From an optimization exercise on the open Yosys and OpenROAD flow, aimed at small area, a short achievable clock period and few clock cycles per item; shortcuts taken in it are not production practice.
Where RTL was checked, it was by simulation tests only, not by an equivalence proof against the original.
The RTL of runs 4 and 5 was laid out without a check of its function.

--- config.mk ---
export PLATFORM = sky130hd
export DESIGN_NAME = kg9_decunit
export DESIGN_NICKNAME = kg9_decunit
export VERILOG_FILES = /design/flow/design.v
export SDC_FILE = /design/flow/constraint.sdc
export NUM_CORES = 8
export LEC_CHECK = 0
export ABC_AREA = 1
export CAP_MARGIN = 40
export CORE_MARGIN = 2
export CORE_UTILIZATION = 30
export SLEW_MARGIN = 40
--- constraint.sdc ---
create_clock -name core_clock -period 50.0 [get_ports {clk}]
set_input_delay 10.0000 -clock core_clock [delete_from_list [all_inputs] [get_ports {clk}]]
set_output_delay 10.0000 -clock core_clock [all_outputs]
set_load 0.01 [all_outputs]
--- design.v ---
module kg9_bcd_addsub (
    input  wire [127:0] x,
    input  wire [127:0] y,
    input  wire         sub,
    input  wire         cin,
    output wire [127:0] s,
    output wire         co,
    output wire         zlo,
    output wire         zall
);
    localparam N = 32;
    wire [N-1:0]   g, p, za, zt;
    wire [4*N-1:0] d0, d1;
    genvar i;
    generate
        for (i = 0; i < N; i = i + 1) begin : g_dig
            wire [3:0] xd = x[4*i +: 4];
            wire [3:0] yd = y[4*i +: 4];
            wire [3:0] yb;
            assign yb[0] = yd[0] ^ sub;
            assign yb[1] = ~yd[1];
            assign yb[2] = ~(yd[2] ^ (yd[1] & ~sub));
            assign yb[3] = sub ? ~yd[3] : (yd[3] | yd[2] | yd[1]);
            wire [4:0] t = xd + yb;
            wire [3:0] v = t[3:0];
            assign g[i] = t[4];
            assign p[i] = &v;
            assign d0[4*i +: 4] = t[4] ? v : v - 4'd6;
            assign d1[4*i +: 4] = (t[4] | (&v)) ? v + 4'd1 : v - 4'd5;
            assign za[i] = ~t[4] & (v == 4'd6);
            assign zt[i] = t[4] & (v == 4'd0);
        end
    endgenerate
    wire [N-1:0] gg, pp;
    kg9_prefix #(.N(N)) u_pre (.g(g), .p(p), .go(gg), .po(pp));
    assign co = gg[N-1] | (pp[N-1] & cin);
    wire [N-1:0] zc;
    generate
        for (i = 0; i < N; i = i + 1) begin : g_out
            wire c = (i == 0) ? cin : (gg[i-1] | (pp[i-1] & cin));
            assign s[4*i +: 4] = c ? d1[4*i +: 4] : d0[4*i +: 4];
            wire cp = (i == 0) ? cin : ~za[i-1];
            assign zc[i] = cp ? p[i] : (za[i] | zt[i]);
        end
    endgenerate
    assign zlo  = &zc[N-2:0];
    assign zall = &zc;
endmodule
module kg9_prefix #(parameter N = 32) (
    input  wire [N-1:0] g,
    input  wire [N-1:0] p,
    output wire [N-1:0] go,
    output wire [N-1:0] po
);
    localparam L = (N <= 2) ? 1 : (N <= 4) ? 2 : (N <= 8) ? 3 : (N <= 16) ? 4 : (N <= 32) ? 5 : 6;
    wire [N-1:0] gl [0:L];
    wire [N-1:0] pl [0:L];
    assign gl[0] = g;
    assign pl[0] = p;
    genvar k, i;
    generate
        for (k = 0; k < L; k = k + 1) begin : g_lvl
            for (i = 0; i < N; i = i + 1) begin : g_b
                if ((i >> k) & 1) begin : g_c
                    localparam integer J = ((i >> k) << k) - 1;
                    assign gl[k+1][i] = gl[k][i] | (pl[k][i] & gl[k][J]);
                    assign pl[k+1][i] = pl[k][i] & pl[k][J];
                end else begin : g_p
                    assign gl[k+1][i] = gl[k][i];
                    assign pl[k+1][i] = pl[k][i];
                end
            end
        end
    endgenerate
    assign go = gl[L];
    assign po = pl[L];
endmodule
module kg9_bcd_x2 #(parameter N = 32) (
    input  wire [4*N-1:0] x,
    output wire [4*N-1:0] y
);
    genvar i;
    generate
        for (i = 0; i < N; i = i + 1) begin : g_dig
            wire [3:0] d = x[4*i +: 4];
            wire       ci;
            if (i == 0) begin : g_c0
                assign ci = 1'b0;
            end else begin : g_c
                wire [3:0] dl = x[4*i-4 +: 4];
                assign ci = dl[3] | (dl[2] & (dl[1] | dl[0]));    
            end
            wire [2:0] h;
            assign h[2] = (d[2] & ~d[1] & ~d[0]) | (d[3] & d[0]);
            assign h[1] = (~d[3] & ~d[2] & d[1]) | (d[2] & d[1] & d[0]) | (d[3] & ~d[0]);
            assign h[0] = (~d[3] & ~d[2] & d[0]) | (d[2] & d[1] & ~d[0]) | (d[3] & ~d[0]);
            assign y[4*i +: 4] = {h, ci};
        end
    endgenerate
endmodule
module kg9_bcd_x5 #(parameter N = 32) (
    input  wire [4*N-1:0] x,
    output wire [4*N-1:0] y
);
    genvar i;
    generate
        for (i = 0; i < N; i = i + 1) begin : g_dig
            wire       od = x[4*i];
            wire [2:0] h;
            if (i == 0) begin : g_h0
                assign h = 3'd0;
            end else begin : g_h
                assign h = x[4*i-1 -: 3];     
            end
            assign y[4*i]     = od ^ h[0];
            assign y[4*i + 1] = od ? (~h[2] & (h[1] ^ h[0])) : h[1];
            assign y[4*i + 2] = od ? (~h[2] & ~(h[1] & h[0])) : h[2];
            assign y[4*i + 3] = od & (h[2] | (h[1] & h[0]));
        end
    endgenerate
endmodule
module kg9_decunit (
    input  wire         clk,
    input  wire         rst,
    input  wire         start,
    input  wire [2:0]   op,
    input  wire [127:0] a,
    input  wire [127:0] b,
    input  wire [13:0]  imm,
    output wire         ready,
    output reg          done,
    output wire [127:0] res,
    output wire [127:0] rem,
    output wire         z,
    output wire         n,
    output reg          dv,
    output reg          exc_data,
    output reg          exc_div
);
    localparam OP_ADDP = 3'd0, OP_SUBP = 3'd1, OP_MULP = 3'd2,
               OP_DIVP = 3'd3, OP_CMPP = 3'd4, OP_SHRP = 3'd5;
    localparam S_IDLE = 3'd0, S_EXEC = 3'd1, S_MUL = 3'd2, S_DIV = 3'd3,
               S_SHL  = 3'd4, S_SHR  = 3'd5, S_SHF = 3'd6, S_NEG = 3'd7;
    reg [2:0]   state;
    reg [2:0]   op_r;
    reg [123:0] x1;
    reg [127:0] x2;
    reg [123:0] x3;
    reg [3:0]   asn, bsn;    
    reg [4:0]   scale;
    reg [5:0]   sh;
    reg [3:0]   rnd;
    reg [4:0]   cnt;         
    reg [3:0]   drop;        
    reg [3:0]   md;          
    reg [3:0]   qacc;        
    reg [4:0]   la;          
    reg [5:0]   nstep;       
    reg [4:0]   nreal;       
    reg         cur_real;    
    reg         lost;        
    reg         ovf;         
    reg         sflag;       
    reg         remneg;      
    reg [3:0]   resq;        
    reg         mfirst;      
    reg         iscmp;       
    reg         zzn;         
    reg         zsg;         
    reg         remz;        
    reg         qnz;         
    reg [31:0]  lbd;         
    reg [7:0]   bw;          
    reg [47:0]  bhk;         
    reg         tryp;        
    reg         dneg;        
    wire sa = (asn == 4'hD);
    wire sb = (bsn == 4'hD);
    assign ready = (state == S_IDLE);
    assign res   = {resq[3] ? x1[123:93] : x2[123:93], resq[2] ? x1[92:62] : x2[92:62],
                    resq[1] ? x1[61:31]  : x2[61:31],  resq[0] ? x1[30:0]  : x2[30:0],
                    (sflag & !zsg) ? 4'hD : 4'hC};
    assign rem   = {x2[123:0], (remneg & !remz) ? 4'hD : 4'hC};
    assign z     = zzn;
    assign n     = sflag & !zzn;
    function automatic digits_ok(input [123:0] v);
        integer k;
        begin
            digits_ok = 1'b1;
            for (k = 0; k < 31; k = k + 1)
                if (v[4*k+3] & (v[4*k+2] | v[4*k+1])) digits_ok = 1'b0;
        end
    endfunction
    wire a_ok = digits_ok(x1) && (asn == 4'hC || asn == 4'hD || asn == 4'hF);
    wire b_ok = digits_ok(x3) && (bsn == 4'hC || bsn == 4'hD || bsn == 4'hF);
    wire bad  = !b_ok || (op_r != OP_SHRP && !a_ok);
    wire x3_nz = |x3;
    wire [127:0] m1 = {4'd0, x3};
    wire [127:0] m2, m4, m5;
    kg9_bcd_x2 #(.N(32)) u_m2 (.x(m1), .y(m2));
    kg9_bcd_x2 #(.N(32)) u_m4 (.x(m2), .y(m4));
    kg9_bcd_x5 #(.N(32)) u_m5 (.x(m1), .y(m5));
    wire [3:0] mul_sel = {md == 4'd5 || md == 4'd6 || md == 4'd7 || md == 4'd9,
                          md == 4'd4 || md == 4'd8,
                          md == 4'd2 || md == 4'd3,
                          md == 4'd1};
    wire [3:0] md_next = (md == 4'd8 || md == 4'd9) ? 4'd4 :
                         (md == 4'd7) ? 4'd2 :
                         (md == 4'd3 || md == 4'd6) ? 4'd1 : 4'd0;
    wire [30:0] nz3;      
    wire [30:0] top3;     
    genvar gi;
    generate
        for (gi = 0; gi < 31; gi = gi + 1) begin : g_nz3
            assign nz3[gi] = |x3[4*gi +: 4];
            if (gi == 30) begin : g_t
                assign top3[gi] = nz3[gi];
            end else begin : g_o
                assign top3[gi] = nz3[gi] & ~|nz3[30:gi+1];
            end
        end
    endgenerate
    reg [4:0] lb_n;
    reg [3:0] bd1, bd0;
    integer kb;
    always @(*) begin
        lb_n = 5'd0;
        bd1  = 4'd0;
        bd0  = 4'd0;
        for (kb = 0; kb < 31; kb = kb + 1) begin
            lb_n = lb_n | ({5{top3[kb]}} & (kb + 1));
            bd1  = bd1  | ({4{top3[kb]}} & x3[4*kb +: 4]);
            if (kb > 0) bd0 = bd0 | ({4{top3[kb]}} & x3[4*kb-4 +: 4]);
        end
    end
    reg [3:0] rd2, rd1, rd0;
    always @(*) begin
        rd2 = 4'd0;
        rd1 = 4'd0;
        rd0 = 4'd0;
        for (kb = 0; kb < 32; kb = kb + 1) begin
            rd2 = rd2 | ({4{lbd[kb]}} & x2[4*kb +: 4]);
            if (kb < 31) rd1 = rd1 | ({4{lbd[kb+1]}} & x2[4*kb +: 4]);
            if (kb < 30) rd0 = rd0 | ({4{lbd[kb+2]}} & x2[4*kb +: 4]);
        end
    end
    wire [11:0] rw = {rd2, rd1, rd0};
    wire [7:0]  bwn = {bd1, bd0};
    wire [11:0] bwi;                     
    assign bwi[3:0]  = (bd0 == 4'd9) ? 4'd0 : bd0 + 4'd1;
    assign bwi[7:4]  = (bd0 != 4'd9) ? bd1 : (bd1 == 4'd9) ? 4'd0 : bd1 + 4'd1;
    assign bwi[11:8] = {3'd0, bwn == 8'h99};
    wire [11:0] bhi = (lb_n <= 5'd2) ? {4'd0, bwn} : bwi;
    wire [11:0] bhi2, bhi4, bhi5;
    kg9_bcd_x2 #(.N(3)) u_h2 (.x(bhi),  .y(bhi2));
    kg9_bcd_x2 #(.N(3)) u_h4 (.x(bhi2), .y(bhi4));
    kg9_bcd_x5 #(.N(3)) u_h5 (.x(bhi),  .y(bhi5));
    wire [11:0] bw1 = {4'd0, bw};
    wire [11:0] bw2, bw3, bw5, bw6;
    kg9_bcd_x2 #(.N(3)) u_l2 (.x(bw1),  .y(bw2));
    kg9_bcd_x5 #(.N(3)) u_l5 (.x(bw1),  .y(bw5));
    kg9_bcd_x2 #(.N(3)) u_l6 (.x(bw3),  .y(bw6));
    wire [4:0] s30 = bw2[3:0] + bw1[3:0];
    wire       c30 = (s30 > 5'd9);
    wire [4:0] s31 = bw2[7:4] + bw1[7:4] + {4'd0, c30};
    wire       c31 = (s31 > 5'd9);
    assign bw3[3:0]  = c30 ? s30[3:0] + 4'd6 : s30[3:0];
    assign bw3[7:4]  = c31 ? s31[3:0] + 4'd6 : s31[3:0];
    assign bw3[11:8] = bw2[11:8] + {3'd0, c31};
    wire ge1 = (rw >= bhk[11:0]);
    wire ge2 = (rw >= bhk[23:12]);
    wire ge4 = (rw >= bhk[35:24]);
    wire ge5 = (rw >= bhk[47:36]);
    wire lt1 = (rw < bw1);
    wire lt2 = (rw < bw2);
    wire lt3 = (rw < bw3);
    wire lt5 = (rw < bw5);
    wire lt6 = (rw < bw6);
    wire [3:0] est_m   = ge5 ? 4'd5 : ge4 ? 4'd4 : ge2 ? 4'd2 : ge1 ? 4'd1 : 4'd0;
    wire       est_fin = ge5 ? lt6 : ge4 ? lt5 : ge2 ? lt3 : ge1 ? lt2 : lt1;
    wire       div_try = !tryp && !ge1 && !lt1;       
    wire [3:0] div_sel = tryp    ? {3'd0, dneg} :
                         div_try ? 4'b0001 :
                         {est_m == 4'd5, est_m == 4'd4, est_m == 4'd2, est_m == 4'd1};
    wire       div_fin = tryp || (!div_try && est_fin);
    wire [3:0] div_q   = qacc + (tryp ? {3'd0, !dneg} : est_m);
    wire is_mul  = (op_r == OP_MULP);
    wire is_div  = (op_r == OP_DIVP);
    wire is_shrp = (op_r == OP_SHRP);
    wire is_neg  = (state == S_NEG);
    wire eff_sub = sa ^ sb ^ (op_r == OP_SUBP || op_r == OP_CMPP);
    wire zero_x  = is_neg || (state == S_SHF) || (state == S_MUL && mfirst) ||
                   (state == S_EXEC && (is_mul || is_div || is_shrp));
    wire is_exec = (state == S_EXEC);
    wire [3:0] sel = is_mul ? mul_sel :
                     is_div ? (state == S_DIV ? div_sel : 4'b0000) : {3'd0, !is_neg};
    wire [127:0] opy = ({128{sel[0]}} & m1) | ({128{sel[1]}} & m2) |
                       ({128{sel[2]}} & m4) | ({128{sel[3]}} & m5) |
                       ({128{is_neg}} & x2);
    wire [127:0] opx = zero_x ? 128'd0 : x2;
    wire asub   = is_exec ? (!is_mul && !is_div && !is_shrp && eff_sub) :
                  (is_neg || (state == S_DIV && !tryp));
    wire rnd_up = is_shrp && sh[5] && (({1'b0, drop} + {1'b0, rnd}) >= 5'd10);
    wire [127:0] sum;
    wire         aco, zlo, zall;
    kg9_bcd_addsub u_add (.x(opx), .y(opy), .sub(asub), .cin(asub | rnd_up),
                          .s(sum), .co(aco), .zlo(zlo), .zall(zall));
    wire [30:0] nz1, top1;
    generate
        for (gi = 0; gi < 31; gi = gi + 1) begin : g_nz1
            assign nz1[gi] = |x1[4*gi +: 4];
            if (gi == 30) begin : g_t
                assign top1[gi] = nz1[gi];
            end else begin : g_o
                assign top1[gi] = nz1[gi] & ~|nz1[30:gi+1];
            end
        end
    endgenerate
    reg [4:0] lead_n;     
    reg [3:0] lead_d;     
    integer k;
    always @(*) begin
        lead_n = 5'd0;
        lead_d = 4'd0;
        for (k = 0; k < 31; k = k + 1) begin
            lead_n = lead_n | ({5{top1[k]}} & (k + 1));
            lead_d = lead_d | ({4{top1[k]}} & x1[4*k +: 4]);
        end
    end
    wire [30:0] pos = 31'd1 << (la - 5'd1);
    reg  [3:0]   d_next;
    reg  [123:0] clr;
    integer j;
    always @(*) begin
        d_next = 4'd0;
        for (j = 0; j < 30; j = j + 1)
            if (pos[j+1]) d_next = x1[4*j +: 4];
        for (j = 0; j < 31; j = j + 1)
            clr[4*j +: 4] = {4{pos[j] & cur_real}};
    end
    wire [123:0] x1c    = x1 & ~clr;
    wire [123:0] x1_qn  = {x1c[119:0], div_q};
    wire [3:0]   d_in   = (state == S_EXEC) ? lead_d : (nreal != 5'd0) ? d_next : 4'd0;
    wire         div_ov = ovf | (x1c[123:120] != 4'd0);
    wire exec_ok = (state == S_EXEC) && !bad;
    wire mul_swap = (lb_n < lead_n);            
    wire mul_go  = (state == S_MUL) || (exec_ok && is_mul && !mul_swap);
    wire shl_go  = (state == S_SHL) || (exec_ok && is_shrp && sh != 6'd0 && !sh[5]);
    wire shr_go  = (state == S_SHR) || (exec_ok && is_shrp && sh[5]);
    wire shf_go  = (state == S_SHF) || (exec_ok && is_shrp && sh == 6'd0);
    wire mul_ov  = ovf | (sum[127:124] != 4'd0) | (lost & (md != 4'd0));
    wire x2_shift = (state == S_EXEC && is_div) ||
                    (state == S_DIV && div_fin && nstep != 6'd0);
    always @(posedge clk)
        x2 <= (state == S_IDLE) ? {4'd0, a[127:4]} :
              x2_shift ? {sum[123:0], d_in} : sum;
    always @(posedge clk) begin
        begin
            done <= 1'b0;
            if (state == S_IDLE) begin
                op_r  <= op;
                x1    <= a[127:4];
                x3    <= b[127:4];
                asn   <= a[3:0];
                bsn   <= b[3:0];
                scale <= imm[4:0];
                sh    <= imm[13:8];
                rnd   <= imm[3:0];
                cnt   <= imm[13] ? (~imm[12:8] + 5'd1) : imm[12:8];
                md    <= a[7:4];
                qacc  <= 4'd0;
                qnz   <= 1'b0;
                lost  <= 1'b0;
                ovf   <= 1'b0;
                drop  <= 4'd0;
                resq[0] <= (op == OP_DIVP);
                resq[1] <= (op[1:0] == 2'b11);
                iscmp <= (op == OP_CMPP);
                if (start) begin
                    dv    <= 1'b0;
                    state <= S_EXEC;
                end
            end
            if (state == S_EXEC) begin
                exc_data <= 1'b0;
                exc_div  <= 1'b0;
                remneg   <= sa;
                resq[2]  <= is_div;
                resq[3]  <= (op_r[1:0] == 2'b11);
                if (bad) begin
                    exc_data <= 1'b1;
                    done     <= 1'b1;
                    state    <= S_IDLE;
                end else begin
                    case (op_r)
                        OP_ADDP, OP_SUBP, OP_CMPP: begin
                            zzn <= iscmp ? zall : zlo;
                            zsg <= zall;
                            if (eff_sub) begin
                                sflag <= aco ? sa : !sa;
                                if (!aco && !iscmp) begin
                                    state <= S_NEG;    
                                end else begin
                                    done  <= 1'b1;
                                    state <= S_IDLE;
                                end
                            end else begin
                                sflag <= sa;
                                if (!iscmp) dv <= (sum[127:124] != 4'd0);
                                done  <= 1'b1;
                                state <= S_IDLE;
                            end
                        end
                        OP_MULP: begin
                            sflag <= sa ^ sb;
                            state <= S_MUL;
                            mfirst <= mul_swap;
                            if (mul_swap) begin
                                x1 <= x3;
                                x3 <= x1;
                                md <= x3[3:0];
                            end
                        end
                        OP_DIVP: begin
                            sflag <= sa ^ sb;
                            if (!x3_nz) begin
                                exc_div <= 1'b1;
                                done    <= 1'b1;
                                state   <= S_IDLE;
                            end else if (lead_n == 5'd0) begin
                                zzn   <= 1'b1;
                                zsg   <= 1'b1;
                                remz  <= 1'b1;
                                done  <= 1'b1;
                                state <= S_IDLE;
                            end else begin
                                la       <= lead_n;
                                lbd      <= 32'd1 << lb_n;
                                bw       <= {bd1, bd0};
                                bhk      <= {bhi5, bhi4, bhi2, bhi};
                                tryp     <= 1'b0;
                                nreal    <= lead_n - 5'd1;
                                cur_real <= 1'b1;
                                nstep    <= {1'b0, lead_n} + {1'b0, scale} - 6'd1;
                                state    <= S_DIV;
                            end
                        end
                        default: sflag <= sb;    
                    endcase
                end
            end
            if (state == S_NEG) begin
                zzn   <= zlo;
                zsg   <= zall;
                done  <= 1'b1;
                state <= S_IDLE;
            end
            if (mul_go) begin
                mfirst <= 1'b0;
                ovf <= mul_ov;
                if (md_next == 4'd0) begin
                    x1   <= {4'd0, x1[123:4]};
                    x3   <= {x3[119:0], 4'd0};
                    lost <= lost | (x3[123:120] != 4'd0);
                    md   <= x1[7:4];
                    if (x1[123:4] == 120'd0) begin
                        dv    <= mul_ov;
                        zzn   <= zlo;
                        zsg   <= zlo & !mul_ov;
                        done  <= 1'b1;
                        state <= S_IDLE;
                    end
                end else begin
                    md <= md_next;
                end
            end
            if (state == S_DIV) begin
                tryp <= div_try;
                dneg <= !aco;
                if (div_fin) begin
                    x1    <= x1_qn;
                    ovf   <= div_ov;
                    qacc  <= 4'd0;
                    qnz   <= qnz | (div_q != 4'd0);
                    nstep <= nstep - 6'd1;
                    nreal <= (nreal != 5'd0) ? nreal - 5'd1 : 5'd0;
                    cur_real <= (nreal != 5'd0);
                    if (div_ov) begin
                        exc_div <= 1'b1;
                        done    <= 1'b1;
                        state   <= S_IDLE;
                    end else if (nstep == 6'd0) begin
                        zzn   <= !(qnz | (div_q != 4'd0));
                        zsg   <= !(qnz | (div_q != 4'd0));
                        remz  <= zall;
                        done  <= 1'b1;
                        state <= S_IDLE;
                    end else begin
                    end
                end else begin
                    qacc <= div_q;
                end
            end
            if (shl_go) begin
                x3    <= {x3[119:0], 4'd0};
                lost  <= lost | (x3[123:120] != 4'd0);
                cnt   <= cnt - 5'd1;
                state <= (cnt == 5'd1) ? S_SHF : S_SHL;
            end
            if (shr_go) begin
                x3    <= {4'd0, x3[123:4]};
                drop  <= x3[3:0];
                cnt   <= cnt - 5'd1;
                state <= (cnt == 5'd1) ? S_SHF : S_SHR;
            end
            if (shf_go) begin
                dv    <= lost;
                zzn   <= zlo;
                zsg   <= zlo & !lost;
                done  <= 1'b1;
                state <= S_IDLE;
            end
        end
        if (rst) begin
            state <= S_IDLE;
            done  <= 1'b0;
        end
    end
endmodule
--- run.sh ---
#!/bin/bash
# synth_recipe.tcl (not shown) runs the flow's synth.tcl, then flattens the netlist and writes it again
# the make line also repeats each setting of config.mk as NAME=value (left out here)
make -C /OpenROAD-flow-scripts/flow DESIGN_CONFIG=/design/flow/config.mk WORK_HOME=/design/flow/orfs CLKGATE_MAP_FILE= SYNTH_SCRIPT=/design/flow/synth_recipe.tcl finish
==> summary.txt, run 1 <==
Outcome
  – Status: timing/DRC/antenna clean

Routing
  – DR iter-0 viols: 11400
  – Routed vias: 79700
  – Routed len/inst: 31.6 µm
  – Vias per cell: 5.83
  – Antenna-violating nets left: 0
  – DRC Markers: 0
  – First-pass DRT Iterations: 7
  – Drt total wl: 432000 µm

Global routing
  – Initial antenna violation count: 47
  – Grt met2 use: 56.5%
  – Pin count of the biggest net entering global routing: 163
  – Grt peak-use layer: met2
  – Routing usage on met1: 47.4%
  – First-pass GRT wire length: 584000 µm
  – Number of global-route vias before repair: 72200
  – Met3 Use GR: 8.60%
  – Grt ovf: 0
  – Total GRT Usage: 38.1%

Worst setup path
  – Worst Path Required: 50.61 ns
  – Setup crit end kind: flip-flop
  – Max incr delay on CP: 0.76 ns
  – Reg2reg setup slack: 34.98 ns
  – Slowest cell on crit path: nor2_2
  – Largest fanout on the critical path: 26
  – Startpoint Class: flip-flop
  – Crit Reg-Reg Startpoint: lbd[2]
  – CP startpoint: lbd[2]
  – Setup Crit Path Kind: flip-flop to flip-flop
  – Crit path top cell by count: nand2_1
  – Crit path DAT: 15.63 ns

STA
  – Rel. slew slack: 29.7%
  – TNS Setup: 0 ns
  – Post-layout min period: 15.02 ns
  – RSZ-0062 raised after global routing: no
  – Slew @ Worst Pin: 1.05 ns
  – Clk_skew: 0.0728 ns
  – Fin. Hold Viols: 0
  – Final setup fails: 0
  – Pins Over Slew Limit: 0
  – Fmax: 66.6 MHz
  – Tcrit/Tclk final: 30.0%

Clock tree
  – Clock root buffer: clkbuf_16
  – Postcts setup bufs: 0
  – Clock Pin Slew Worst Setup and Hold Paths: 0.05 ns
  – Hold buffer count at cts: 0
  – CTS H-Tree Depth: 3
  – Clock sinks: 527
  – TritonCTS clock tree: built
  – Total CTS buffers: 77
  – Clock Latency Late Sink: 0.79 ns
  – Post-CTS sizing: 0
  – Worst-case clock buffer depth: 3

Yosys
  – Post-synth EDFFs: 122
  – Post-Synthesis Cells: 10600
  – Predominant post-synthesis flop cell: dfxtp_1
  – Post-Syn Area per Cell: 6.03 µm²
  – YS warnings: 2
  – Sequential area share after synthesis: 18.4%
  – Unique masters post-synth: 77
  – Async SR Flop Fraction: 0%
  – Synthesized flop and latch total: 527
  – Mapped Area: 63900 µm²

Floorplanning
  – Die area: 217000 µm²
  – Ports: 539
  – Std cell rows: 169
  – Core Footprint: 212000 µm²
  – Starting Density: 30.2%
  – Chip width: 466 µm
  – Die H: 466 µm

Flow run
  – Max-cap violations: 0

Cells and area
  – # nets final: 11500
  – Fillers: 24000
  – Design area: 74000 µm²
  – Area Overhead vs Synth: 15.8%
  – Layout cell share with drive strength beyond 1: 4.18%

Place
  – Port buffer count: 529
  – Post-DP HPWL: 355000 µm
  – Global placement routability congestion: 1.07
  – Post-Place Cell Area: 71200 µm²

Min path
  – Hold Path Origin: nreal[0]
  – Hold Path Class: flip-flop to flip-flop
==> cells in the mapped netlist, drive strengths merged, types with 6 or more instances <==
| master | count | share of area, % |
|---|---|---|
| o221ai | 62 | 0.85 |
| nor4 | 71 | 0.74 |
| a21o | 7 | 0.082 |
| o211ai | 313 | 3.9 |
| nor3 | 150 | 1.2 |
| nand3 | 554 | 4.4 |
| o21a | 22 | 0.26 |
| nand4 | 121 | 1.2 |
| o21bai | 13 | 0.16 |
| nor3b | 6 | 0.070 |
| buf | 239 | 2.6 |
| nand2 | 2763 | 16 |
| a211oi | 21 | 0.25 |
| nor2 | 1145 | 7.0 |
| a221oi | 23 | 0.32 |
| or2 | 20 | 0.20 |
| nand3b | 30 | 0.35 |
| edfxtp | 122 | 5.7 |
| a21oi | 429 | 3.4 |
| ha | 402 | 7.9 |
| clkinv | 56 | 0.33 |
| a31oi | 12 | 0.12 |
| o31ai | 40 | 0.47 |
| dfxtp | 405 | 13 |
| a22oi | 81 | 0.95 |
| o22ai | 236 | 2.3 |
| fa | 70 | 2.2 |
| xnor2 | 158 | 2.2 |
| o21ai | 1217 | 9.6 |
| clkbuf | 342 | 2.0 |
| o2111ai | 39 | 0.54 |
| inv | 1252 | 7.4 |
| and2 | 21 | 0.21 |
| xor2 | 133 | 1.8 |
==> cell type report <==
cell class              count  area (µm²)  share of cell area [%]
inverters                1308        4930                    6.66
well taps                2821        3530                    4.77
clock inverters            41         510                   0.690
clock buffers              99        2140                    2.90
repair buffers            666        6450                    8.71
multi-input cells        8192       44600                    60.3
diodes                     26        65.1                  0.0879
flip-flops and latches    527       11800                    15.9
==> metrics by stage <==
step	util, %	std cells	hold WS (ns)	worst slack, ns
2_1_floorplan	-	10600	0.441	37.64
3_3_place_gp	33.5	13500	0.467	35.01
3_5_place_dp	33.6	13500	0.469	35.93
4_1_cts	34.9	13700	0.477	35.85
5_1_grt	34.9	13700	0.490	34.96
6_report	34.9	13700	0.479	34.98
==> metal layers <==
metal	wire [µm]	up-vias
met3	44700	1124
met2	179000	4980
met5	173	-
met4	40800	26
met1	167000	37800
li1	-	35800
==> critical path: cells and delay by family (launching register included) <==
kind                       cells  cell delay [ns]
AOI/OAI and AO/OA             11             3.58
buffers and inverters          6             1.79
xor gates and xnor gates       3             0.84
and+or+nand+nor               26             6.87
DFF                            1             0.51
adders and majority gates      3             1.19
==> cells by family after synthesis <==
family / share of synthesized area [%]
and+or+nand+nor: 31.8
other: 0.0117
muxes: 0.0470
adders and majority gates: 10.1
AOI/OAI and AO/OA: 23.4
buffers and inverters: 12.3
DFF: 18.4
xor gates and xnor gates: 3.99
==> path summary, 6_finish.rpt <==
check | cells after the start | to
setup / recovery | 49 | x2[84]
hold / removal | 1 | nreal[0]
setup reg to reg | 49 | x2[84]
hold reg to reg | 1 | nreal[0]
==> flip-flops by register name, summed over array words and instances (netlist names), 2 cells and up <==
register and flops:
x1 124, bhk 32, scale 2, op_r 3, nreal 5, drop 4, la 5, sh 6
lbd 32, qacc 4, bw 8, md 4, cnt 5, state 3, resq 4, rnd 3
bsn 4, nstep 6, x3 124, x2 128, asn 4
==> layout by cell type (no fill, tap or decap), types with 27 or more instances in the layout <==
cell             count
nor2_1            1115
o22ai_1            235
o31ai_1             36
a22oi_1             81
o21ai_1            148
nand3_1            548
o211ai_1           283
fa_1                70
clkdlybuf4s50_1    529
ha_1               402
buf_4              119
xnor2_1            158
edfxtp_1           122
clkbuf_16           80
inv_1             1221
nand2_1           2739
nand4_1            120
clkinv_1            60
o221ai_1            61
nand3b_1            30
nor3_1             140
o2111ai_1           37
o21ai_0           1061
inv_2               27
a21oi_1            424
dfxtp_1            405
nor4_1              58
o211ai_2            30
xor2_1             133
Testbench counts, summed over its fixed seeds: cycles 13,472, ops 2,400.
==> inputs of run 2 (changes only) <==
--- a/config.mk
+++ b/config.mk
@@ -5,7 +5,7 @@
 export SDC_FILE = /design/flow/constraint.sdc
 export NUM_CORES = 8
 export LEC_CHECK = 0
-export ABC_AREA = 1
+export ABC_AREA = 0
 export CAP_MARGIN = 40
 export CORE_MARGIN = 2
 export CORE_UTILIZATION = 30
==> summary.txt, run 2 <==
Outcome
  – Status: timing/DRC/antenna clean

Yosys
  – Post-Synth Simple-Gate Area: 22.7%
  – Post-synthesis mux area share: 5.59%
  – Compound-Gate Fraction of Synth Area: 32.0%
  – Commonest cells post-synth: nand2_1 (1012), a21oi_1 (799), o21ai_0 (612)
  – Adder-Cell Fraction of Synth Area: 9.74%
  – Mapped Area: 66000 µm²
  – Post-Syn Area per Cell: 7.14 µm²
  – YS warnings: 2
  – Post-Synthesis Cells: 9253
  – Synth Area in XOR/XNOR: 3.07%
  – Share of the synthesized area in the top cell type: 12.3%
  – Synthesized flop and latch total: 527
  – Post-synth EDFFs: 122
  – Count leader, synth: nand2_1
  – Predominant post-synthesis flop cell: dfxtp_1
  – Synth top area cells: dfxtp_1 (12%), ha_1 (7.6%), a21oi_1 (6.1%), nand2_1 (5.8%), edfxtp_1 (5.5%)
  – Async SR Flop Fraction: 0%
  – Leading area contributor after synthesis: dfxtp_1
  – Unique masters post-synth: 116
  – Largest family of logic cells by synthesized area: compound AO/OA/AOI/OAI gates
  – Sequential area share after synthesis: 17.8%

Clock tree
  – Clock root buffer: clkbuf_16
  – Post-CTS sizing: 0
  – Postcts setup bufs: 0
  – Clock sinks: 527
  – CTS H-Tree Depth: 3
  – Worst-case clock buffer depth: 3
  – Clock Latency Late Sink: 0.78 ns
  – Clock Pin Slew Worst Setup and Hold Paths: 0.06 ns
  – Total CTS buffers: 74
  – TritonCTS clock tree: built
  – Hold buffer count at cts: 0

Cells and area
  – Max FFs per register: 128
  – Area Overhead vs Synth: 16.7%
  – Biggest regs: x2 (128), x1 (124), x3 (124)
  – Multi-input gate area: 48800 µm²
  – Fillers: 23000
  – Register area: 11800 µm²
  – Top reg by flops: x2
  – # nets final: 10100
  – Fin cells: 12300
  – Commonest cells after routing, fill and taps aside: nand2_1 (1011), a21oi_1 (792), o21ai_0 (606)
  – Most common cell after layout, fill and taps aside: nand2_1
  – Layout cell share with drive strength beyond 1: 9.78%

Worst setup path
  – Setup Crit Path Kind: flip-flop to flip-flop
  – Largest fanout on the critical path: 31
  – Slowest cell on crit path: a311oi_1
  – Crit path DAT: 14.11 ns
  – Crit Reg-Reg Startpoint: lbd[13]
  – CP startpoint: lbd[13]
  – Worst Path Required: 50.60 ns
  – Reg2Reg Depth: 33
  – Crit path top cell by count: o21ai_0
  – Startpoint Class: flip-flop
  – Setup crit end kind: flip-flop
  – Max incr delay on CP: 0.76 ns

STA
  – Post-layout min period: 13.51 ns
  – RSZ-0062 raised after global routing: no
  – Clk_skew: 0.0361 ns
  – Rel. slew slack: 27.8%
  – Fin. Hold Viols: 0
  – Tcrit/Tclk final: 27.0%
  – Final setup fails: 0
  – Slew @ Worst Pin: 1.07 ns
  – TNS Setup: 0 ns
  – Fmax: 74.0 MHz
  – Pins Over Slew Limit: 0

Global routing
  – Pin count of the biggest net entering global routing: 173
  – Initial antenna violation count: 67
  – Grt ovf: 0
  – First-pass GRT wire length: 616000 µm
  – Total GRT Usage: 38.9%
  – Number of global-route vias before repair: 75400

Place
  – Port buffer count: 529
  – Post-DP HPWL: 352000 µm
  – Global placement routability congestion: 1.13
  – Cells after DPL: 12100

Routing
  – Vias per cell: 6.76
  – DR iter-0 viols: 14800
  – First-pass DRT Iterations: 13
  – Routed vias: 83200
  – Antenna-violating nets left: 0
  – DRC Markers: 0
  – Routed len/inst: 37.3 µm
  – Drt total wl: 459000 µm

Floorplanning
  – Starting Density: 30.1%
  – Std cell rows: 172
  – Core Footprint: 219000 µm²
  – Die H: 473 µm
  – Die area: 224000 µm²
  – Ports: 539
  – Chip width: 473 µm

Min path
  – Hold Path Origin: mfirst
  – WHS Path Cells: 2
  – Hold Path Class: flip-flop to flip-flop

Flow run
  – Max-cap violations: 0
==> run 2: cell count changes in the layout (fill, tap and decap cells not counted), moves of 179 or more <==
cell | previous run | this run
nand3_1 | 548 | 369
inv_1 | 1221 | 481
buf_4 | 119 | 376
a22oi_1 | 81 | 392
o21ai_0 | 1061 | 606
nor2_1 | 1115 | 561
a21oi_1 | 424 | 792
mux2_2 | 0 | 190
nand2_1 | 2739 | 1011
==> run 2: cell type report <==
class                      instances  share of cell area (%)
multi-input combinational       7321                    63.3
timing repair buffer             925                    10.9
tap                             2871                    4.66
inverter                         490                    2.40
antenna                           46                   0.149
sequential                       527                    15.3
clock inverter                    35                   0.524
clock buffer                     100                    2.71
==> run 2: final timing paths <==
check        endpoint  slack (ns)
max reg2reg      done       36.49
max              done       36.49
min reg2reg    mfirst        0.47
min            mfirst        0.47
==> run 2: cell families after synthesis <==
logic type	count (synthesis)
AO/OA/AOI/OAI	3205
XOR/XNOR	229
adder cells (fa/ha/maj)	472
buffers and inverters	1409
flip-flops	527
multiplexers	342
other	2
AND/OR/NAND/NOR	3067
==> run 2: stage by stage <==
| stage | utilization (%) | hold slack [ns] | worst slack (ns) | area [µm²] |
|---|---|---|---|---|
| detailed placement | 33.9 | 0.451 | 37.30 | 74300 |
| global placement | 33.8 | 0.436 | 36.99 | 74000 |
| CTS | 35.0 | 0.460 | 37.01 | 76800 |
| global route | 35.1 | 0.492 | 36.68 | 77000 |
| finish | 35.1 | 0.474 | 36.49 | 77100 |
| floorplan | - | 0.427 | 37.17 | 66100 |
==> run 2: worst max-delay path, delay by kind of cell, from the launching register on <==
kind / cells / cell delay [ns]
xor gates and xnor gates: 2 / 0.80
DFF: 1 / 0.75
buffers and inverters: 4 / 1.37
and+or+nand+nor: 9 / 3.58
AOI/OAI and AO/OA: 15 / 5.76
adders and majority gates: 3 / 0.96
==> run 2: metal layers <==
metal | routed length (µm) | part of all wire (%) | track usage [%]
met1 | 165000 | 36 | 45.5
met3 | 68100 | 15 | 17.8
met2 | 177000 | 39 | 53.3
met5 | 933 | 0.20 | 2.23
met4 | 47900 | 10 | 32.4
==> inputs of run 3 (changes only) <==
--- a/config.mk
+++ b/config.mk
@@ -6,7 +6,7 @@
 export NUM_CORES = 8
 export LEC_CHECK = 0
 export ABC_AREA = 0
-export CAP_MARGIN = 40
+export CAP_MARGIN = 20
 export CORE_MARGIN = 2
 export CORE_UTILIZATION = 30
-export SLEW_MARGIN = 40
+export SLEW_MARGIN = 20
==> summary.txt, run 3 <==
Outcome
  – Status: timing/DRC/antenna clean

Worst setup path
  – Reg2Reg Depth: 33
  – Max incr delay on CP: 0.93 ns
  – Worst Path Required: 50.61 ns
  – Critical Path Sink: x2[109]
  – CP startpoint: lbd[13]
  – Startpoint Class: flip-flop
  – Crit path top cell by count: o21ai_0
  – Reg2reg setup slack: 36.27 ns
  – Crit path DAT: 14.34 ns
  – Largest fanout on the critical path: 31
  – Crit Reg-Reg Startpoint: lbd[13]
  – Setup crit end kind: flip-flop
  – Worst reg2reg path endpoint: x2[109]
  – Setup Crit Path Kind: flip-flop to flip-flop
  – Slowest cell on crit path: nor2_1

Place
  – Port buffer count: 529
  – Pre-CTS WS: 37.11 ns
  – Post-DP HPWL: 352000 µm
  – Cells after DPL: 12100
  – Global placement routability congestion: 1.13

Yosys
  – Synth top area cells: dfxtp_1 (12%), ha_1 (7.6%), a21oi_1 (6.1%), nand2_1 (5.8%), edfxtp_1 (5.5%)
  – Synthesized flop and latch total: 527
  – Async SR Flop Fraction: 0%
  – Sequential area share after synthesis: 17.8%
  – Predominant post-synthesis flop cell: dfxtp_1
  – Share of the synthesized area in the top cell type: 12.3%
  – Post-Syn Area per Cell: 7.14 µm²
  – Commonest cells post-synth: nand2_1 (1012), a21oi_1 (799), o21ai_0 (612)
  – Count leader, synth: nand2_1
  – Post-synth EDFFs: 122
  – Post-Synthesis Cells: 9253
  – Leading area contributor after synthesis: dfxtp_1
  – Unique masters post-synth: 116
  – YS warnings: 2
  – Mapped Area: 66000 µm²

Cells and area
  – Max FFs per register: 128
  – # nets final: 10100
  – Layout cell share with drive strength beyond 1: 9.12%
  – Fin cells: 12300
  – Commonest cells after routing, fill and taps aside: nand2_1 (1012), a21oi_1 (799), o21ai_0 (609)
  – Biggest regs: x2 (128), x1 (124), x3 (124)
  – Top reg by flops: x2
  – Area Overhead vs Synth: 16.3%
  – Most common cell after layout, fill and taps aside: nand2_1

STA
  – Tcrit/Tclk final: 27.5%
  – Slew @ Worst Pin: 1.35 ns
  – TNS Setup: 0 ns
  – Rel. slew slack: 9.30%
  – Post-layout min period: 13.73 ns
  – Setup WS post-layout: 36.27 ns
  – RSZ-0062 raised after global routing: no
  – Pins Over Slew Limit: 0
  – Final setup fails: 0
  – Fin. Hold Viols: 0
  – Fmax: 72.9 MHz
  – Clk_skew: 0.0493 ns
  – Hold WS: 0.466 ns

Clock tree
  – Total CTS buffers: 75
  – Clock Latency Late Sink: 0.77 ns
  – TritonCTS clock tree: built
  – Clock sinks: 527
  – Worst-case clock buffer depth: 3
  – Clock Pin Slew Worst Setup and Hold Paths: 0.06 ns
  – Hold buffer count at cts: 0
  – Post-CTS sizing: 0
  – Postcts setup bufs: 0
  – CTS H-Tree Depth: 3
  – Clock root buffer: clkbuf_16

Flow run
  – Max-cap violations: 0

Floorplanning
  – Starting Density: 30.1%
  – Ports: 539
  – Core Footprint: 219000 µm²
  – Die area: 224000 µm²
  – Die H: 473 µm
  – Chip width: 473 µm
  – Std cell rows: 172

Routing
  – Drt total wl: 459000 µm
  – Routed len/inst: 37.2 µm
  – Wl on met1: 166000 µm
  – DRC Markers: 0
  – WL met2: 178000 µm
  – DR iter-0 viols: 15200
  – Antenna-violating nets left: 0
  – Routed vias: 83800
  – DR top layer: met5
  – Routed met3 length: 67400 µm
  – First-pass DRT Iterations: 12
  – Vias per cell: 6.79

Global routing
  – Number of global-route vias before repair: 75100
  – Initial antenna violation count: 68
  – First-pass GRT wire length: 616000 µm
  – Pin count of the biggest net entering global routing: 173
  – Grt ovf: 0
  – Total GRT Usage: 38.9%

Min path
  – Hold Path Class: flip-flop to flip-flop
-- run 3: cell families (layout without fill, tap and decap cells) --
family	Yosys count	after routing	share of synthesized area, %
compound gates	3205	3205	32.0
xor+xnor	229	229	3.07
fa+ha+maj	472	472	9.74
buf+inv	1409	1547	9.04
flops	527	527	17.8
mux	342	342	5.59
other cells	2	68	0.0114
simple gates	3067	3067	22.7
-- run 3: final cells by class --
class	count	area, µm²
Inverter	490	1850
Clock inverter	39	519
Fill cell	23000	142000
Clock buffer	100	2090
Timing Repair Buffer	918	8300
Antenna cell	62	155
Tap cell	2871	3590
Multi-Input combinational cell	7321	48500
Sequential cell	527	11800
-- run 3: how the worst min path moves through the flow --
stage / startpoint / to / slack, ns / cells past startpoint
2_1_floorplan: mfirst / mfirst / 0.43 / 2
3_3_place_gp: mfirst / mfirst / 0.44 / 2
3_5_place_dp: mfirst / mfirst / 0.45 / 2
4_1_cts: mfirst / mfirst / 0.46 / 2
5_1_grt: mfirst / mfirst / 0.50 / 2
6_report: mfirst / mfirst / 0.47 / 2
-- run 3: per-stage QoR --
step           utilization, %  cell area, µm²
2_1_floorplan               -           66100
3_3_place_gp             33.8           74000
3_5_place_dp             33.8           74000
4_1_cts                  35.0           76700
5_1_grt                  35.0           76700
6_report                 35.0           76800
-- run 3: routing by layer --
metal / vias up / global-route usage, %
met5: - / 1.73
met4: 32 / 31.7
met3: 2031 / 17.2
met2: 7291 / 53.5
met1: 39900 / 46.0
li1: 34500 / -
-- run 3: critical path, delay by kind of cell (launching register included) --
family                   cells  cell delay [ns]
AO/OA/AOI/OAI               15             5.56
AND/OR/NAND/NOR              8             3.62
buffers and inverters        4             1.33
adder cells (fa/ha/maj)      3             0.99
XOR/XNOR                     2             0.83
flip-flops                   1             0.74
multiplexers                 1             0.40
==> inputs of run 4 (changes only) <==
--- a/design.v
+++ b/design.v
@@ -139,9 +139,9 @@
 );
     localparam OP_ADDP = 3'd0, OP_SUBP = 3'd1, OP_MULP = 3'd2,
                OP_DIVP = 3'd3, OP_CMPP = 3'd4, OP_SHRP = 3'd5;
-    localparam S_IDLE = 3'd0, S_EXEC = 3'd1, S_MUL = 3'd2, S_DIV = 3'd3,
-               S_SHL  = 3'd4, S_SHR  = 3'd5, S_SHF = 3'd6, S_NEG = 3'd7;
-    reg [2:0]   state;
+    localparam S_IDLE = 4'd8, S_EXEC = 4'd1, S_MUL = 4'd2, S_DIV = 4'd3,
+               S_SHL  = 4'd4, S_SHR  = 4'd5, S_SHF = 4'd6, S_NEG = 4'd7;
+    reg [3:0]   state;
     reg [2:0]   op_r;
     reg [123:0] x1;
     reg [127:0] x2;
@@ -176,7 +176,7 @@
     reg         dneg;        
     wire sa = (asn == 4'hD);
     wire sb = (bsn == 4'hD);
-    assign ready = (state == S_IDLE);
+    assign ready = state[3];
     assign res   = {resq[3] ? x1[123:93] : x2[123:93], resq[2] ? x1[92:62] : x2[92:62],
                     resq[1] ? x1[61:31]  : x2[61:31],  resq[0] ? x1[30:0]  : x2[30:0],
                     (sflag & !zsg) ? 4'hD : 4'hC};
@@ -194,7 +194,6 @@
     wire a_ok = digits_ok(x1) && (asn == 4'hC || asn == 4'hD || asn == 4'hF);
     wire b_ok = digits_ok(x3) && (bsn == 4'hC || bsn == 4'hD || bsn == 4'hF);
     wire bad  = !b_ok || (op_r != OP_SHRP && !a_ok);
-    wire x3_nz = |x3;
     wire [127:0] m1 = {4'd0, x3};
     wire [127:0] m2, m4, m5;
     kg9_bcd_x2 #(.N(32)) u_m2 (.x(m1), .y(m2));
@@ -352,12 +351,12 @@
     wire x2_shift = (state == S_EXEC && is_div) ||
                     (state == S_DIV && div_fin && nstep != 6'd0);
     always @(posedge clk)
-        x2 <= (state == S_IDLE) ? {4'd0, a[127:4]} :
+        x2 <= state[3] ? {4'd0, a[127:4]} :
               x2_shift ? {sum[123:0], d_in} : sum;
     always @(posedge clk) begin
         begin
             done <= 1'b0;
-            if (state == S_IDLE) begin
+            if (state[3]) begin
                 op_r  <= op;
                 x1    <= a[127:4];
                 x3    <= b[127:4];
@@ -423,7 +422,7 @@
                         end
                         OP_DIVP: begin
                             sflag <= sa ^ sb;
-                            if (!x3_nz) begin
+                            if (lb_n == 5'd0) begin
                                 exc_div <= 1'b1;
                                 done    <= 1'b1;
                                 state   <= S_IDLE;
--- a/config.mk
+++ b/config.mk
@@ -6,7 +6,7 @@
 export NUM_CORES = 8
 export LEC_CHECK = 0
 export ABC_AREA = 0
-export CAP_MARGIN = 20
+export CAP_MARGIN = 40
 export CORE_MARGIN = 2
 export CORE_UTILIZATION = 30
-export SLEW_MARGIN = 20
+export SLEW_MARGIN = 40
==> summary.txt, run 4 <==
STA
  – Rel. slew slack: 25.3%
  – Pins Over Slew Limit: 0
  – Final setup fails: 0
  – Clk_skew: 0.0730 ns
  – Slew @ Worst Pin: 1.11 ns
  – Post-layout min period: 14.22 ns
  – RSZ-0062 raised after global routing: no
  – Fmax: 70.3 MHz
  – TNS Setup: 0 ns
  – Tcrit/Tclk final: 28.4%
  – Fin. Hold Viols: 0

Cells and area
  – Max FFs per register: 128
  – Layout cell share with drive strength beyond 1: 8.78%
  – Fillers: 22900
  – Top reg by flops: x2
  – Multi-input gate area: 48500 µm²
  – Biggest regs: x2 (128), x1 (124), x3 (124)
  – Commonest cells after routing, fill and taps aside: a21oi_1 (980), nor2_1 (776), nand2_1 (621)
  – Most common cell after layout, fill and taps aside: a21oi_1
  – # nets final: 9849
  – Register area: 11800 µm²
  – Area Overhead vs Synth: 16.2%
  – Fin cells: 12100

Clock tree
  – Total CTS buffers: 75
  – Postcts setup bufs: 0
  – Clock root buffer: clkbuf_16
  – Hold buffer count at cts: 0
  – Post-CTS sizing: 0
  – TritonCTS clock tree: built
  – Clock Latency Late Sink: 0.78 ns
  – CTS H-Tree Depth: 3
  – Worst-case clock buffer depth: 3
  – Clock Pin Slew Worst Setup and Hold Paths: 0.07 ns
  – Clock sinks: 528

Floorplanning
  – Ports: 539
  – Die area: 223000 µm²
  – Chip width: 472 µm
  – Core Footprint: 217000 µm²
  – Starting Density: 30.2%
  – Die H: 472 µm
  – Std cell rows: 171

Min path
  – Hold EP: qnz
  – WHS Path Cells: 1
  – Hold Path Origin: qnz
  – Hold Path Class: flip-flop to flip-flop

Yosys
  – Mapped Area: 65700 µm²
  – Sequential area share after synthesis: 17.9%
  – Commonest cells post-synth: a21oi_1 (986), nor2_1 (782), nand2_1 (622)
  – Async SR Flop Fraction: 0%
  – Post-synth EDFFs: 122
  – Leading area contributor after synthesis: dfxtp_1
  – Post-Synthesis Cells: 9085
  – Synth top area cells: dfxtp_1 (12%), ha_1 (7.7%), a21oi_1 (7.5%), edfxtp_1 (5.6%), o21ai_0 (4.6%)
  – Synthesized flop and latch total: 528
  – Post-Syn Area per Cell: 7.23 µm²
  – Share of the synthesized area in the top cell type: 12.4%
  – Predominant post-synthesis flop cell: dfxtp_1
  – Count leader, synth: a21oi_1
  – Unique masters post-synth: 119
  – YS warnings: 2

Worst setup path
  – Worst Path Required: 50.56 ns
  – Reg2reg setup slack: 35.78 ns
  – Reg2Reg Depth: 39
  – Setup Crit Path Kind: flip-flop to flip-flop
  – Slowest cell on crit path: nor4_1
  – Startpoint Class: flip-flop
  – CP top delay family: compound AO/OA/AOI/OAI gates
  – Critical Path Stages: 39
  – Setup crit end kind: flip-flop
  – Crit path DAT: 14.79 ns
  – Crit Reg-Reg Startpoint: lbd[31]
  – Max incr delay on CP: 0.83 ns
  – Worst Path Buf+Inv: 9
  – Crit path top cell by count: buf_4
  – Largest fanout on the critical path: 44
  – Worst reg2reg path endpoint: done

Place
  – Port buffer count: 529
  – Post-DP HPWL: 337000 µm
  – Global placement routability congestion: 1.13
  – Cells after DPL: 11900

Routing
  – Antenna-violating nets left: 0
  – Routed len/inst: 36.0 µm
  – Drt total wl: 434000 µm
  – First-pass DRT Iterations: 11
  – DR iter-0 viols: 15200
  – DRC Markers: 0
  – Vias per cell: 6.62
  – Routed vias: 79900

Global routing
  – Pin count of the biggest net entering global routing: 209
  – Initial antenna violation count: 69
  – First-pass GRT wire length: 587000 µm
  – Grt ovf: 0
  – Number of global-route vias before repair: 71600
  – Total GRT Usage: 37.1%

Flow run
  – Max-cap violations: 0

Outcome
  – Status: timing/DRC/antenna clean
[run 4: metrics by stage]
stage | util [%] | hold slack [ns] | setup WS [ns] | cell area (µm²)
2_1_floorplan | - | 0.425 | 38.89 | 65700
3_3_place_gp | 33.6 | 0.446 | 36.22 | 73100
3_5_place_dp | 33.7 | 0.452 | 36.81 | 73300
4_1_cts | 35.0 | 0.471 | 36.72 | 76000
5_1_grt | 35.1 | 0.504 | 35.80 | 76200
6_report | 35.1 | 0.476 | 35.78 | 76300
[run 4: cell families after synthesis]
logic type / count (synthesis) / share of synthesized area (%)
AO/OA/AOI/OAI: 3287 / 32.3
AND/OR/NAND/NOR: 2712 / 20.6
buffers and inverters: 1392 / 9.05
flip-flops: 528 / 17.9
adder cells (fa/ha/maj): 473 / 9.80
multiplexers: 416 / 6.65
XOR/XNOR: 275 / 3.69
other: 2 / 0.0114
[run 4: worst max-delay path by stage]
stage | start | slack (ns) | to
6_report | lbd[31] | 35.78 | done
5_1_grt | lbd[16] | 35.80 | done
4_1_cts | lbd[16] | 36.72 | done
3_5_place_dp | lbd[16] | 36.81 | done
3_3_place_gp | lbd[16] | 36.22 | zsg
2_1_floorplan | resq[3] | 38.89 | res[100]
[run 4: final cells by class]
class                           count  area share [%]
Antenna cell                       47           0.154
Sequential cell                   528            15.5
Multi-Input combinational cell   7169            63.5
Clock inverter                     44           0.716
Tap cell                         2854            4.68
Timing Repair Buffer              847            10.3
Inverter                          480            2.37
Clock buffer                       96            2.79
[run 4: per-layer routing]
| metal | GRT usage (%) | part of all wire (%) | vias up | wire, µm |
|---|---|---|---|---|
| li1 | - | - | 33600 | - |
| met3 | 17.8 | 15 | 1454 | 67000 |
| met4 | 26.7 | 8.9 | 50 | 38900 |
| met5 | 0.389 | 0.11 | - | 457 |
| met2 | 49.3 | 38 | 6457 | 164000 |
| met1 | 45.9 | 38 | 38400 | 164000 |
[run 4: worst register-to-register path: cells and delay by family, from the launching register on]
family / cells / cell delay [ns]
and+or+nand+nor: 11 / 3.50
buffers and inverters: 9 / 3.52
DFF: 1 / 0.71
AOI/OAI and AO/OA: 16 / 5.44
adders and majority gates: 2 / 0.75
xor gates and xnor gates: 1 / 0.16
==> inputs of run 5 (changes only) <==
--- a/design.v
+++ b/design.v
@@ -139,9 +139,9 @@
 );
     localparam OP_ADDP = 3'd0, OP_SUBP = 3'd1, OP_MULP = 3'd2,
                OP_DIVP = 3'd3, OP_CMPP = 3'd4, OP_SHRP = 3'd5;
-    localparam S_IDLE = 4'd8, S_EXEC = 4'd1, S_MUL = 4'd2, S_DIV = 4'd3,
-               S_SHL  = 4'd4, S_SHR  = 4'd5, S_SHF = 4'd6, S_NEG = 4'd7;
-    reg [3:0]   state;
+    localparam S_IDLE = 3'd0, S_EXEC = 3'd1, S_MUL = 3'd2, S_DIV = 3'd3,
+               S_SHL  = 3'd4, S_SHR  = 3'd5, S_SHF = 3'd6, S_NEG = 3'd7;
+    reg [2:0]   state;
     reg [2:0]   op_r;
     reg [123:0] x1;
     reg [127:0] x2;
@@ -162,24 +162,21 @@
     reg         ovf;         
     reg         sflag;       
     reg         remneg;      
-    reg [3:0]   resq;        
     reg         mfirst;      
     reg         iscmp;       
     reg         zzn;         
     reg         zsg;         
     reg         remz;        
     reg         qnz;         
-    reg [31:0]  lbd;         
+    reg [4:0]   lbs;         
     reg [7:0]   bw;          
     reg [47:0]  bhk;         
     reg         tryp;        
     reg         dneg;        
     wire sa = (asn == 4'hD);
     wire sb = (bsn == 4'hD);
-    assign ready = state[3];
-    assign res   = {resq[3] ? x1[123:93] : x2[123:93], resq[2] ? x1[92:62] : x2[92:62],
-                    resq[1] ? x1[61:31]  : x2[61:31],  resq[0] ? x1[30:0]  : x2[30:0],
-                    (sflag & !zsg) ? 4'hD : 4'hC};
+    assign ready = (state == S_IDLE);
+    assign res   = {x1, (sflag & !zsg) ? 4'hD : 4'hC};
     assign rem   = {x2[123:0], (remneg & !remz) ? 4'hD : 4'hC};
     assign z     = zzn;
     assign n     = sflag & !zzn;
@@ -194,6 +191,7 @@
     wire a_ok = digits_ok(x1) && (asn == 4'hC || asn == 4'hD || asn == 4'hF);
     wire b_ok = digits_ok(x3) && (bsn == 4'hC || bsn == 4'hD || bsn == 4'hF);
     wire bad  = !b_ok || (op_r != OP_SHRP && !a_ok);
+    wire x3_nz = |x3;
     wire [127:0] m1 = {4'd0, x3};
     wire [127:0] m2, m4, m5;
     kg9_bcd_x2 #(.N(32)) u_m2 (.x(m1), .y(m2));
@@ -232,18 +230,9 @@
             if (kb > 0) bd0 = bd0 | ({4{top3[kb]}} & x3[4*kb-4 +: 4]);
         end
     end
-    reg [3:0] rd2, rd1, rd0;
-    always @(*) begin
-        rd2 = 4'd0;
-        rd1 = 4'd0;
-        rd0 = 4'd0;
-        for (kb = 0; kb < 32; kb = kb + 1) begin
-            rd2 = rd2 | ({4{lbd[kb]}} & x2[4*kb +: 4]);
-            if (kb < 31) rd1 = rd1 | ({4{lbd[kb+1]}} & x2[4*kb +: 4]);
-            if (kb < 30) rd0 = rd0 | ({4{lbd[kb+2]}} & x2[4*kb +: 4]);
-        end
-    end
-    wire [11:0] rw = {rd2, rd1, rd0};
+    wire [131:0] x2z = {x2, 4'd0};
+    wire [131:0] x2w = x2z >> {lbs, 2'b00};
+    wire [11:0] rw = x2w[11:0];
     wire [7:0]  bwn = {bd1, bd0};
     wire [11:0] bwi;                     
     assign bwi[3:0]  = (bd0 == 4'd9) ? 4'd0 : bd0 + 4'd1;
@@ -351,12 +340,12 @@
     wire x2_shift = (state == S_EXEC && is_div) ||
                     (state == S_DIV && div_fin && nstep != 6'd0);
     always @(posedge clk)
-        x2 <= state[3] ? {4'd0, a[127:4]} :
+        x2 <= (state == S_IDLE) ? {4'd0, a[127:4]} :
               x2_shift ? {sum[123:0], d_in} : sum;
     always @(posedge clk) begin
         begin
             done <= 1'b0;
-            if (state[3]) begin
+            if (state == S_IDLE) begin
                 op_r  <= op;
                 x1    <= a[127:4];
                 x3    <= b[127:4];
@@ -372,8 +361,6 @@
                 lost  <= 1'b0;
                 ovf   <= 1'b0;
                 drop  <= 4'd0;
-                resq[0] <= (op == OP_DIVP);
-                resq[1] <= (op[1:0] == 2'b11);
                 iscmp <= (op == OP_CMPP);
                 if (start) begin
                     dv    <= 1'b0;
@@ -384,8 +371,6 @@
                 exc_data <= 1'b0;
                 exc_div  <= 1'b0;
                 remneg   <= sa;
-                resq[2]  <= is_div;
-                resq[3]  <= (op_r[1:0] == 2'b11);
                 if (bad) begin
                     exc_data <= 1'b1;
                     done     <= 1'b1;
@@ -393,6 +378,7 @@
                 end else begin
                     case (op_r)
                         OP_ADDP, OP_SUBP, OP_CMPP: begin
+                            x1  <= sum[123:0];
                             zzn <= iscmp ? zall : zlo;
                             zsg <= zall;
                             if (eff_sub) begin
@@ -422,7 +408,7 @@
                         end
                         OP_DIVP: begin
                             sflag <= sa ^ sb;
-                            if (lb_n == 5'd0) begin
+                            if (!x3_nz) begin
                                 exc_div <= 1'b1;
                                 done    <= 1'b1;
                                 state   <= S_IDLE;
@@ -434,7 +420,7 @@
                                 state <= S_IDLE;
                             end else begin
                                 la       <= lead_n;
-                                lbd      <= 32'd1 << lb_n;
+                                lbs      <= lb_n - 5'd1;
                                 bw       <= {bd1, bd0};
                                 bhk      <= {bhi5, bhi4, bhi2, bhi};
                                 tryp     <= 1'b0;
@@ -449,6 +435,7 @@
                 end
             end
             if (state == S_NEG) begin
+                x1    <= sum[123:0];
                 zzn   <= zlo;
                 zsg   <= zall;
                 done  <= 1'b1;
@@ -463,6 +450,7 @@
                     lost <= lost | (x3[123:120] != 4'd0);
                     md   <= x1[7:4];
                     if (x1[123:4] == 120'd0) begin
+                        x1    <= sum[123:0];
                         dv    <= mul_ov;
                         zzn   <= zlo;
                         zsg   <= zlo & !mul_ov;
@@ -513,6 +501,7 @@
                 state <= (cnt == 5'd1) ? S_SHF : S_SHR;
             end
             if (shf_go) begin
+                x1    <= sum[123:0];
                 dv    <= lost;
                 zzn   <= zlo;
                 zsg   <= zlo & !lost;
==> summary.txt, run 5 <==
Outcome
  – Status: timing/DRC/antenna clean

Clock tree
  – Total CTS buffers: 74
  – Clock Latency Late Sink: 0.77 ns
  – Worst-case clock buffer depth: 3
  – Clock root buffer: clkbuf_16
  – CTS H-Tree Depth: 3
  – Postcts setup bufs: 0
  – Post-CTS sizing: 0
  – Clock sinks: 496
  – Hold buffer count at cts: 0
  – TritonCTS clock tree: built
  – Clock Pin Slew Worst Setup and Hold Paths: 0.06 ns

Place
  – Port buffer count: 529
  – Post-Place Cell Area: 75700 µm²
  – Pre-CTS WS: 35.98 ns
  – Global placement routability congestion: 1.11
  – Cells after DPL: 12500
  – Post-DP HPWL: 393000 µm

Routing
  – DRC Markers: 0
  – Vias per cell: 6.75
  – Antenna-violating nets left: 0
  – Drt total wl: 508000 µm
  – First-pass DRT Iterations: 17
  – Wl on met1: 180000 µm
  – WL met2: 199000 µm
  – DR top layer: met5
  – Routed len/inst: 39.8 µm
  – Routed met3 length: 71200 µm
  – Routed vias: 86100
  – DR iter-0 viols: 14700

Cells and area
  – Area Overhead vs Synth: 17.8%
  – Commonest cells after routing, fill and taps aside: a21oi_1 (1073), nand2_1 (1001), nor2_1 (838)
  – Fin cells: 12800
  – Design area: 78900 µm²
  – Most common cell after layout, fill and taps aside: a21oi_1
  – Max FFs per register: 128
  – Top reg by flops: x2
  – Biggest regs: x2 (128), x1 (124), x3 (124)
  – # nets final: 10400
  – Layout cell share with drive strength beyond 1: 10.4%

Yosys
  – Largest family of logic cells by synthesized area: compound AO/OA/AOI/OAI gates
  – Post-synth EDFFs: 91
  – Async SR Flop Fraction: 0%
  – Adder-Cell Fraction of Synth Area: 9.64%
  – Post-Syn Area per Cell: 7.07 µm²
  – Unique masters post-synth: 132
  – Sequential area share after synthesis: 16.2%
  – Post-Synthesis Cells: 9464
  – Compound-Gate Fraction of Synth Area: 32.3%
  – Post-Synth Simple-Gate Area: 23.2%
  – YS warnings: 2
  – Share of the synthesized area in the top cell type: 12.1%
  – Leading area contributor after synthesis: dfxtp_1
  – Count leader, synth: a21oi_1
  – Synth Area in XOR/XNOR: 3.53%
  – Commonest cells post-synth: a21oi_1 (1082), nand2_1 (1007), nor2_1 (848)
  – Post-synthesis mux area share: 6.34%
  – Synth top area cells: dfxtp_1 (12%), a21oi_1 (8.1%), ha_1 (7.5%), o21ai_0 (5.7%), nand2_1 (5.6%)
  – Synthesized flop and latch total: 496
  – Predominant post-synthesis flop cell: dfxtp_1
  – Mapped Area: 67000 µm²

Global routing
  – Number of global-route vias before repair: 77000
  – Pin count of the biggest net entering global routing: 210
  – Grt ovf: 0
  – First-pass GRT wire length: 674000 µm
  – Total GRT Usage: 42.5%
  – Initial antenna violation count: 107

Worst setup path
  – CP startpoint: lbs[1]
  – Setup crit end kind: flip-flop
  – Startpoint Class: flip-flop
  – Max incr delay on CP: 0.77 ns
  – Worst Path Required: 50.58 ns
  – Worst Path Buf+Inv: 5
  – Crit path DAT: 14.91 ns
  – CP top delay family: compound AO/OA/AOI/OAI gates
  – Largest fanout on the critical path: 62
  – Crit Reg-Reg Startpoint: lbs[1]
  – Slowest cell on crit path: o22ai_1
  – Setup Crit Path Kind: flip-flop to flip-flop
  – Crit path top cell by count: a21oi_1

STA
  – RSZ-0062 raised after global routing: no
  – Setup WS post-layout: 35.66 ns
  – Fin. Hold Viols: 0
  – Final setup fails: 0
  – Slew @ Worst Pin: 1.03 ns
  – Fmax: 69.7 MHz
  – Post-layout min period: 14.34 ns
  – Rel. slew slack: 31.5%
  – TNS Setup: 0 ns
  – Pins Over Slew Limit: 0
  – Clk_skew: 0.0435 ns
  – Tcrit/Tclk final: 28.7%

Floorplanning
  – Chip width: 476 µm
  – Ports: 539
  – Core Footprint: 222000 µm²
  – Die H: 476 µm
  – Starting Density: 30.1%
  – Die area: 227000 µm²
  – Std cell rows: 173

Min path
  – Hold Path Class: flip-flop to flip-flop
  – Hold Path Origin: x3[68]

Flow run
  – Max-cap violations: 0
[run 5: cell count changes after synthesis, sizes merged, moves of 89 or more]
| cell | delta |
|---|---|
| mux4 | +92 |
| a21oi | +97 |
| mux2 | -89 |
| mux2i | -120 |
| a22oi | -122 |
| a211oi | -210 |
| nand2 | +386 |
| o21ai | +160 |
| a21boi | -97 |
| o211ai | +116 |
[run 5: area by class of cell]
type / instances / area (µm²)
fill: 23800 / 143000
multi-input combinational: 7633 / 50900
sequential: 496 / 10900
timing repair buffer: 983 / 8870
tap: 2975 / 3720
clock buffer: 105 / 2180
inverter: 422 / 1590
clock inverter: 31 / 445
antenna: 114 / 285
[run 5: final timing paths]
path         cells after the start     end  slack [ns]
max                             38  x1[79]       35.66
min                              2  x3[64]        0.45
max reg2reg                     38  x1[79]       35.66
min reg2reg                      2  x3[64]        0.45
[run 5: stage by stage]
stage	hold WS, ns	util (%)
floorplan	0.438	-
global placement	0.437	33.9
detailed placement	0.437	34.1
CTS	0.448	35.3
global route	0.465	35.4
finish	0.447	35.5
[run 5: kinds of logic (layout without fill, tap and decap cells)]
group,count (synthesis),in the layout
AOI/OAI and AO/OA,3393,3393
DFF,496,496
xor gates and xnor gates,269,269
muxes,299,299
other,2,120
buffers and inverters,1339,1541
adders and majority gates,474,474
and+or+nand+nor,3192,3192
[run 5: layer usage]
layer | vias to the layer above | GRT usage, %
li1 | 35200 | -
met1 | 41200 | 49.0
met2 | 7448 | 59.0
met3 | 2211 | 18.3
met4 | 50 | 38.0
met5 | - | 1.39
[run 5: worst min-delay path, cell delays in order (launching register included)]
cell,delay [ns]
dfxtp_1,0.31
nand2_1,0.05
o21ai_1,0.05

[separate check: timing with driven ports]
In the flow no input, the clock included, has a driving cell. The finished layouts below were timed again as built, in two steps.
Step 1 sets driving cells, clkbuf_16 on the clock port and buf_2 on the other inputs (assumed; they add their load-dependent delay and slew).
Step 2 moves the port delays by t, midway between the first and last clock arrival at a register: inputs arrive t later, outputs are due t later. That takes back most of the time a late clock gives input paths.
a / b / c = ideal / step 1 / step 2; a / b = the first two.
run | shift t [ns] | setup slack, ns | worst hold slack (ns) | clock arrival spread, ns | cell pins on the clock port's net
run 1 | 0.845 | 34.977 / 34.977 / 34.977 | 0.479 / 0.479 / 0.479 | 0.073 / 0.073 | 1
run 2 | 0.863 | 36.494 / 36.494 / 36.494 | 0.474 / 0.474 / 0.474 | 0.036 / 0.037 | 1
run 3 | 0.853 | 36.274 / 36.274 / 36.274 | 0.466 / 0.466 / 0.466 | 0.050 / 0.049 | 1
run 4 | 0.828 | 35.776 / 35.776 / 35.776 | 0.476 / 0.476 / 0.476 | 0.073 / 0.073 | 1
run 5 | 0.851 | 35.663 / 35.663 / 35.663 | 0.447 / 0.447 / 0.447 | 0.044 / 0.044 | 1
After both steps every run listed still meets setup and hold.
